Source: an optimization exercise on an open RTL-to-GDS flow (aim: small area, a short achievable clock period and few clock cycles per item). Production flows keep margins and buffers that such runs may drop. No functional check of the RTL was part of this run.

--- run.sh ---
#!/bin/bash
# synth_recipe.tcl (not shown) runs the flow's synth.tcl, then flattens the netlist and writes it again
# the make line also repeats each setting of config.mk as NAME=value (left out here)
make -C /OpenROAD-flow-scripts/flow DESIGN_CONFIG=/design/flow/config.mk WORK_HOME=/design/flow/orfs CLKGATE_MAP_FILE= SYNTH_SCRIPT=/design/flow/synth_recipe.tcl finish
--- constraint.sdc ---
create_clock -name core_clock -period 25.0 [get_ports {clk}]
set_input_delay 5.0000 -clock core_clock [delete_from_list [all_inputs] [get_ports {clk}]]
set_output_delay 5.0000 -clock core_clock [all_outputs]
set_load 0.01 [all_outputs]
--- design.v ---
module rs_front (
    input  wire         mode,
    input  wire [255:0] data_in,
    input  wire [31:0]  erase_in,
    output wire [255:0] d,           
    output wire [31:0]  e,           
    output wire [7:0]   s0,
    output wire [7:0]   s1,          
    output wire [31:0]  f1,          
    output wire [31:0]  f2,          
    output wire         no_er,       
    output wire         multi,       
    output wire         many,        
    output reg  [7:0]   xinv,        
    output reg  [7:0]   cd           
);
function automatic [7:0] gf_mulc;
  input [7:0] a;
  input integer k;
  integer j;
  reg [7:0] r;
  begin
    r = a;
    for (j = 0; j < k; j = j + 1)
      r = {r[6:0], 1'b0} ^ (r[7] ? 8'h1D : 8'h00);
    gf_mulc = r;
  end
endfunction
function automatic [7:0] gf_divc;
  input [7:0] a;
  input integer k;
  integer j;
  reg [7:0] r;
  begin
    r = a;
    for (j = 0; j < k; j = j + 1)
      r = r[0] ? ({1'b1, r[7:1]} ^ 8'h0E) : {1'b0, r[7:1]};
    gf_divc = r;
  end
endfunction
assign d = mode ? data_in : {128'd0, data_in[127:0]};
assign e = mode ? erase_in : {16'd0, erase_in[15:0]};
reg [7:0] x0;
integer i;
always @* begin
  x0 = 8'd0;
  for (i = 0; i < 32; i = i + 1)
    x0 = x0 ^ d[8*i +: 8];
end
assign s0 = x0;
wire [7:0] h1 [0:15];
wire [7:0] h2 [0:7];
wire [7:0] h3 [0:3];
wire [7:0] h4 [0:1];
genvar g;
generate
  for (g = 0; g < 16; g = g + 1) begin : g_h1
    assign h1[g] = gf_mulc(d[16*g +: 8], 1) ^ d[16*g+8 +: 8];
  end
  for (g = 0; g < 8; g = g + 1) begin : g_h2
    assign h2[g] = gf_mulc(h1[2*g], 2) ^ h1[2*g+1];
  end
  for (g = 0; g < 4; g = g + 1) begin : g_h3
    assign h3[g] = gf_mulc(h2[2*g], 4) ^ h2[2*g+1];
  end
  for (g = 0; g < 2; g = g + 1) begin : g_h4
    assign h4[g] = gf_mulc(h3[2*g], 8) ^ h3[2*g+1];
  end
endgenerate
assign s1 = gf_mulc(h4[0], 16) ^ h4[1];
reg [31:0] below, above;
always @* begin
  below[0] = 1'b0;
  for (i = 1; i < 32; i = i + 1)
    below[i] = below[i-1] | e[i-1];
  above[31] = 1'b0;
  for (i = 30; i >= 0; i = i - 1)
    above[i] = above[i+1] | e[i+1];
end
assign f1 = e & ~below;
assign f2 = e & ~above;
assign no_er = ~|e;
assign multi = |(e & ~f1);
assign many  = |(e & ~f1 & ~f2);
reg [4:0] p, q;
always @* begin
  p = 5'd0;
  q = 5'd0;
  for (i = 0; i < 32; i = i + 1) begin
    if (f1[i]) p = p | i[4:0];
    if (f2[i]) q = q | i[4:0];
  end
end
wire [4:0] dq = q - p;
always @* begin
  case (q)
      5'd0: xinv = 8'h12;
      5'd1: xinv = 8'h24;
      5'd2: xinv = 8'h48;
      5'd3: xinv = 8'h90;
      5'd4: xinv = 8'h3D;
      5'd5: xinv = 8'h7A;
      5'd6: xinv = 8'hF4;
      5'd7: xinv = 8'hF5;
      5'd8: xinv = 8'hF7;
      5'd9: xinv = 8'hF3;
      5'd10: xinv = 8'hFB;
      5'd11: xinv = 8'hEB;
      5'd12: xinv = 8'hCB;
      5'd13: xinv = 8'h8B;
      5'd14: xinv = 8'h0B;
      5'd15: xinv = 8'h16;
      5'd16: xinv = 8'h2C;
      5'd17: xinv = 8'h58;
      5'd18: xinv = 8'hB0;
      5'd19: xinv = 8'h7D;
      5'd20: xinv = 8'hFA;
      5'd21: xinv = 8'hE9;
      5'd22: xinv = 8'hCF;
      5'd23: xinv = 8'h83;
      5'd24: xinv = 8'h1B;
      5'd25: xinv = 8'h36;
      5'd26: xinv = 8'h6C;
      5'd27: xinv = 8'hD8;
      5'd28: xinv = 8'hAD;
      5'd29: xinv = 8'h47;
      5'd30: xinv = 8'h8E;
      default: xinv = 8'h01;
  endcase
  case (dq)
      5'd1: cd = 8'hF4;
      5'd2: cd = 8'hA7;
      5'd3: cd = 8'h9D;
      5'd4: cd = 8'h72;
      5'd5: cd = 8'hED;
      5'd6: cd = 8'h5F;
      5'd7: cd = 8'h54;
      5'd8: cd = 8'hA0;
      5'd9: cd = 8'hA9;
      5'd10: cd = 8'hFB;
      5'd11: cd = 8'h74;
      5'd12: cd = 8'h85;
      5'd13: cd = 8'hE4;
      5'd14: cd = 8'hC0;
      5'd15: cd = 8'h8A;
      5'd16: cd = 8'h67;
      5'd17: cd = 8'hDC;
      5'd18: cd = 8'h26;
      5'd19: cd = 8'h63;
      5'd20: cd = 8'hF2;
      5'd21: cd = 8'hE9;
      5'd22: cd = 8'hB4;
      5'd23: cd = 8'hD2;
      5'd24: cd = 8'h02;
      5'd25: cd = 8'h8E;
      5'd26: cd = 8'hBA;
      5'd27: cd = 8'hAA;
      5'd28: cd = 8'hDE;
      5'd29: cd = 8'h89;
      5'd30: cd = 8'h57;
      5'd31: cd = 8'h59;
      default: cd = 8'h00;
  endcase
end
endmodule
module rs_gfmul (
    input  wire [7:0] a,
    input  wire [7:0] b,
    output wire [7:0] y
);
reg [14:0] t;
integer i, j;
always @* begin
  t = 15'd0;
  for (i = 0; i < 8; i = i + 1)
    for (j = 0; j < 8; j = j + 1)
      t[i+j] = t[i+j] ^ (a[i] & b[j]);
end
assign y = t[7:0]
         ^ ({8{t[8]}}  & 8'h1D)
         ^ ({8{t[9]}}  & 8'h3A)
         ^ ({8{t[10]}} & 8'h74)
         ^ ({8{t[11]}} & 8'hE8)
         ^ ({8{t[12]}} & 8'hCD)
         ^ ({8{t[13]}} & 8'h87)
         ^ ({8{t[14]}} & 8'h13);
endmodule
module rs_back (
    input  wire         mode,
    input  wire [255:0] d,
    input  wire [31:0]  e,
    input  wire [7:0]   s0,
    input  wire [7:0]   s1,
    input  wire [31:0]  f1,
    input  wire [31:0]  f2,
    input  wire         no_er,
    input  wire         multi,
    input  wire         many,
    input  wire [7:0]   xinv,
    input  wire [7:0]   cd,
    output reg  [255:0] data_out,
    output wire [31:0]  erase_out,
    output wire [1:0]   status
);
function automatic [7:0] gf_mulc;
  input [7:0] a;
  input integer k;
  integer j;
  reg [7:0] r;
  begin
    r = a;
    for (j = 0; j < k; j = j + 1)
      r = {r[6:0], 1'b0} ^ (r[7] ? 8'h1D : 8'h00);
    gf_mulc = r;
  end
endfunction
function automatic [7:0] gf_divc;
  input [7:0] a;
  input integer k;
  integer j;
  reg [7:0] r;
  begin
    r = a;
    for (j = 0; j < k; j = j + 1)
      r = r[0] ? ({1'b1, r[7:1]} ^ 8'h0E) : {1'b0, r[7:1]};
    gf_divc = r;
  end
endfunction
wire [7:0] m1, ep;
rs_gfmul u_m1 (.a(s1), .b(xinv), .y(m1));
rs_gfmul u_m2 (.a(m1 ^ s0), .b(cd), .y(ep));
wire [7:0] eq = ep ^ s0;
wire [7:0] u [0:3];
wire [7:0] v [0:7];
wire [31:0] m;
genvar ga, gb;
generate
  for (ga = 0; ga < 4; ga = ga + 1) begin : g_u
    assign u[ga] = gf_divc(s1, 24 - 8*ga);
  end
  for (gb = 0; gb < 8; gb = gb + 1) begin : g_v
    assign v[gb] = gf_mulc(s0, 7 - gb);
  end
  for (ga = 0; ga < 4; ga = ga + 1) begin : g_ma
    for (gb = 0; gb < 8; gb = gb + 1) begin : g_mb
      assign m[8*ga+gb] = (u[ga] == v[gb]);
    end
  end
endgenerate
wire [31:0] act = mode ? 32'hFFFF_FFFF : 32'h0000_FFFF;
wire one_er = ~no_er & ~multi;
wire two_er = multi & ~many;
wire fail = many | (no_er & ~|(m & act)) | (one_er & ~|(m & f1));
wire clean = no_er & (s0 == 8'd0) & (s1 == 8'd0);
wire [7:0]  ea  = fail ? 8'd0 : (two_er ? ep : s0);
wire [7:0]  eb  = two_er ? eq : 8'd0;
wire [31:0] sela = no_er ? m : f1;
integer i;
always @*
  for (i = 0; i < 32; i = i + 1)
    data_out[8*i +: 8] = d[8*i +: 8] ^ ({8{sela[i]}} & ea) ^ ({8{f2[i]}} & eb);
assign erase_out = fail ? e : 32'd0;
assign status = fail ? 2'd2 : (clean ? 2'd0 : 2'd1);
endmodule
module rs_c2c3_decoder (
    input  wire         clk,
    input  wire         rst,         
    input  wire         in_valid,
    output wire         in_ready,
    input  wire         in_mode,     
    input  wire [255:0] in_data,
    input  wire [31:0]  in_erase,
    output reg          out_valid,
    input  wire         out_ready,
    output wire [255:0] out_data,
    output wire [31:0]  out_erase,
    output wire [1:0]   out_status
);
wire [255:0] f_d;
wire [31:0]  f_e, f_f1, f_f2;
wire [7:0]   f_s0, f_s1, f_xinv, f_cd;
wire         f_no_er, f_multi, f_many;
rs_front u_front (
    .mode(in_mode), .data_in(in_data), .erase_in(in_erase),
    .d(f_d), .e(f_e), .s0(f_s0), .s1(f_s1), .f1(f_f1), .f2(f_f2),
    .no_er(f_no_er), .multi(f_multi), .many(f_many),
    .xinv(f_xinv), .cd(f_cd)
);
reg         r_mode;
reg [255:0] r_d;
reg [31:0]  r_e, r_f1, r_f2;
reg [7:0]   r_s0, r_s1, r_xinv, r_cd;
reg         r_no_er, r_multi, r_many;
assign in_ready = !out_valid || out_ready;
always @(posedge clk) begin
  if (rst) begin
    out_valid <= 1'b0;
  end else if (in_ready) begin
    out_valid <= in_valid;
  end
end
always @(posedge clk) begin
  if (in_valid && in_ready) begin
    r_mode  <= in_mode;
    r_d     <= f_d;
    r_e     <= f_e;
    r_f1    <= f_f1;
    r_f2    <= f_f2;
    r_s0    <= f_s0;
    r_s1    <= f_s1;
    r_xinv  <= f_xinv;
    r_cd    <= f_cd;
    r_no_er <= f_no_er;
    r_multi <= f_multi;
    r_many  <= f_many;
  end
end
rs_back u_back (
    .mode(r_mode), .d(r_d), .e(r_e), .s0(r_s0), .s1(r_s1),
    .f1(r_f1), .f2(r_f2), .no_er(r_no_er), .multi(r_multi), .many(r_many),
    .xinv(r_xinv), .cd(r_cd),
    .data_out(out_data), .erase_out(out_erase), .status(out_status)
);
endmodule
--- config.mk ---
export PLATFORM = sky130hd
export DESIGN_NAME = rs_c2c3_decoder
export DESIGN_NICKNAME = rs_c2c3_decoder
export VERILOG_FILES = /design/flow/design.v
export SDC_FILE = /design/flow/constraint.sdc
export NUM_CORES = 4
export LEC_CHECK = 0
export CAP_MARGIN = 20
export CORE_MARGIN = 2
export CORE_UTILIZATION = 35
export SLEW_MARGIN = 20
==> reports/qor.yml <==
status: "finished clean"
antenna_found_initial: 9
cp_max_fo: 37
finalInstanceArea_um2: 48600
vias_per_cell: 5.58
clk_latency_ns: 0.62
critPathTopFamily: "XOR/XNOR gates"
fin_crit_ns: 13.81
critPathMostFrequentCell: "buf_4"
grt_usage: 0.305
synthCells: 4383
startpoint_type: "register"
timing.final.crit_share: 0.552
async_flop_share: 0
dp_hpwl_um: 141000
synth_edf_count: 386
cp_cell_sequence: "buf_4 > xnor3_1 > xnor2_1 > nor2b_1 > a22oi_1 > nor4_1 > a2111oi_0 > nand4_1 > nor4_4 > buf_4 > or3_2 > buf_4 > or2_1 > mux2i_1 > o22a_1 > o21ai_1 > xor2_1 > clkdlybuf4s50_1"
yosysSeqAreaShare: 0.292
finalHoldViolCount: 0
finalSetupTns_ns: 0
cp_slowest_cell: "a2111oi_0"
cts_made_buffers: 49
slowest_delay_ns: 1.00
rsz0062_at_grt: "no"
synth.distinct_cells: 101
synth.most_common_cell: "xnor2_1"
clkSlewWorstSetupHoldPaths_ns: 0.06
grt_max_degree: 164
grt_pass1_wl_um: 256000
yosysTopAreaCellShare: 0.292
grt_use_met3: 0.0516
core_area_um2: 112000
synth.avg_cell_area_um2: 9.06
worstPathArrival_ns: 8.81
final.setup.worst_slack_ns: 11.20
pre_cts_slack_ns: 12.21
synth_top_cell_by_area: "edfxtp_1"
drt_iter0_drc: 4115
finalNonFillerCells: 6369
top_usage_layer: "met2"
hold_buffers: 0
grt_overflow: 0
firstDrtPassIters: 6
synth_common_cells: "xnor2_1, nor2_1, nand2_1"
synthFlopType: "edfxtp_1"
cts_max_level: 2
hold_path_startpoint: "out_valid"
ys_ff_latch: 387
timing.fmax_mhz: 72.4
holdWs_ns: 0.536
hp-class: "register to register"
post-route-drc-count: 0
syn_to_final_growth_pct: 22.3
synthTopCellsByArea: "edfxtp_1, xnor2_1, xor2_1"
die-width_um: 341
post-cts-setup-buffer-count: 0
dp_cells: 6280
vias: 35600
synth_nets: 4689
grt_pass1_vias: 33900
ctsLongestPathBuffers: 3
drive_gt1_frac: 0.0534
fill_cells: 10900
worstSetupEndpointType: "output pin"
io_buffers: 584
drt_wl_total_um: 184000
use_met1: 0.384
worst_slew_pin_slew_ns: 1.31
chipHeight_um: 341
die-area_um2: 116000
met2_usage: 0.499
dpl_cell_area_um2: 46900
synthesis.area_um2: 39700
ioPinCount: 585
r2r-start: "out_valid"
slew_viol_final: 0
relSlewSlack: 0.105
initial_core_util: 0.353
cts_resized: 0
ys_warn_count: 4
place_congestion: 0.966
path_class: "register to output pin"
max-cap-violations: 0
fin_nets: 5137
path_buf_inv: 4
setup.worst_path.start: "r_s1[1]"
routedWlPerCell_um: 28.9
clock_skew_ns: 0.0156
cts_tree: "done"
clkSinkCount: 387
drtAntennaViolNets: 0
crit_required_ns: 20.00
cts_root_buf: "clkbuf_16"
setup_viol: 0
rows: 123
[through the flow]
stage | utilization
after detailed placement | 0.417
after floorplan | -
after global placement | 0.417
final | 0.432
after CTS | 0.431
after global routing | 0.432
[flip-flops by register name, summed over array words and instances (netlist names)]
| name | flops |
|---|---|
| r_e | 32 |
| out_valid | 1 |
| r_multi | 1 |
| r_s1 | 8 |
| r_no_er | 1 |
| r_s0 | 8 |
| r_xinv | 8 |
| r_mode | 1 |
| r_many | 1 |
| r_f2 | 31 |
| r_d | 256 |
| r_cd | 8 |
| r_f1 | 31 |
[tightest hold or removal path: stages, from the launching register on]
cell and delay, ns:
dfxtp_1 0.31, nand2b_1 0.11, a21oi_1 0.08
[cell type report]
cell class              count  area, um2  share of cell area
multi-input cells        3662      26700               0.550
inverters                  62        233             0.00479
diodes                      2       5.00            0.000103
well taps                1500       1880              0.0387
flip-flops and latches    387      11600               0.239
clock inverters            28        283             0.00582
repair buffers            669       6520               0.134
clock buffers              59       1310              0.0269
[cells in the final DEF (no fill, tap or decap), types with 16 or more instances in the layout]
| cell | Yosys | layout |
|---|---|---|
| a211oi_1 | 17 | 17 |
| a21oi_1 | 152 | 152 |
| a31oi_1 | 21 | 21 |
| and2_1 | 179 | 178 |
| and3_1 | 18 | 18 |
| buf_4 | 22 | 83 |
| clkbuf_16 | 0 | 51 |
| clkdlybuf4s50_1 | 0 | 583 |
| edfxtp_1 | 386 | 386 |
| inv_1 | 57 | 56 |
| mux2i_1 | 51 | 40 |
| nand2_1 | 394 | 394 |
| nand2b_1 | 19 | 19 |
| nand3_1 | 68 | 68 |
| nand4_1 | 34 | 34 |
| nor2_1 | 487 | 485 |
| nor3_1 | 110 | 110 |
| nor4_1 | 42 | 42 |
| o211ai_1 | 18 | 18 |
| o21ai_0 | 138 | 138 |
| o221ai_1 | 17 | 17 |
| o22ai_1 | 59 | 59 |
| or3_1 | 42 | 41 |
| or4_1 | 16 | 16 |
| xnor2_1 | 1107 | 1104 |
| xnor2_2 | 22 | 24 |
| xnor3_1 | 72 | 71 |
| xor2_1 | 282 | 279 |
[final timing paths]
kind,cells past startpoint,to,slack (ns)
setup / recovery,18,out_data[208],11.20
hold / removal,2,out_valid,0.54
setup reg to reg,5,r_d[42],21.01
hold reg to reg,2,out_valid,0.54
[per-layer routing]
metal / part of all wire / vias up
li1: - / 15800
met1: 0.39 / 17200
met2: 0.46 / 2083
met3: 0.087 / 423
met4: 0.063 / 8
met5: 0.00027 / -
[cell families (layout without fill, tap and decap cells)]
group | Yosys count | count (layout) | synth area share
mux | 67 | 67 | 0.0174
other cells | 0 | 2 | 0
flops | 387 | 387 | 0.292
simple gates | 1483 | 1483 | 0.176
compound gates | 579 | 579 | 0.0940
fa+ha+maj | 18 | 18 | 0.00555
buf+inv | 334 | 818 | 0.0391
xor+xnor | 1515 | 1515 | 0.375

separate check: timing with driven ports:
The flow's constraints put no driver on any port. The routed layout listed below was extracted and timed again, unchanged, in two steps.
Step 1: set_driving_cell puts a clkbuf_16 on clk and a buf_2 on each other input, an assumption about the parent block.
Step 2 moves the port delays by t, midway between the first and last clock arrival at a register: inputs arrive t later, outputs are due t later. That takes back most of the time a late clock gives input paths.
a / b / c = ideal ports / drivers / drivers and shift; a / b = the first two.
t, ns: 0.691
slack for setup (ns): 11.195 / 11.123 / 11.813
worst setup path at the end: register to output
worst register clock-pin slew, ns: 0.07 / 0.07
After both steps this run still meets setup and hold. The setup slack of this run moves by -0.072 ns with the drivers and by +0.618 ns with both steps.
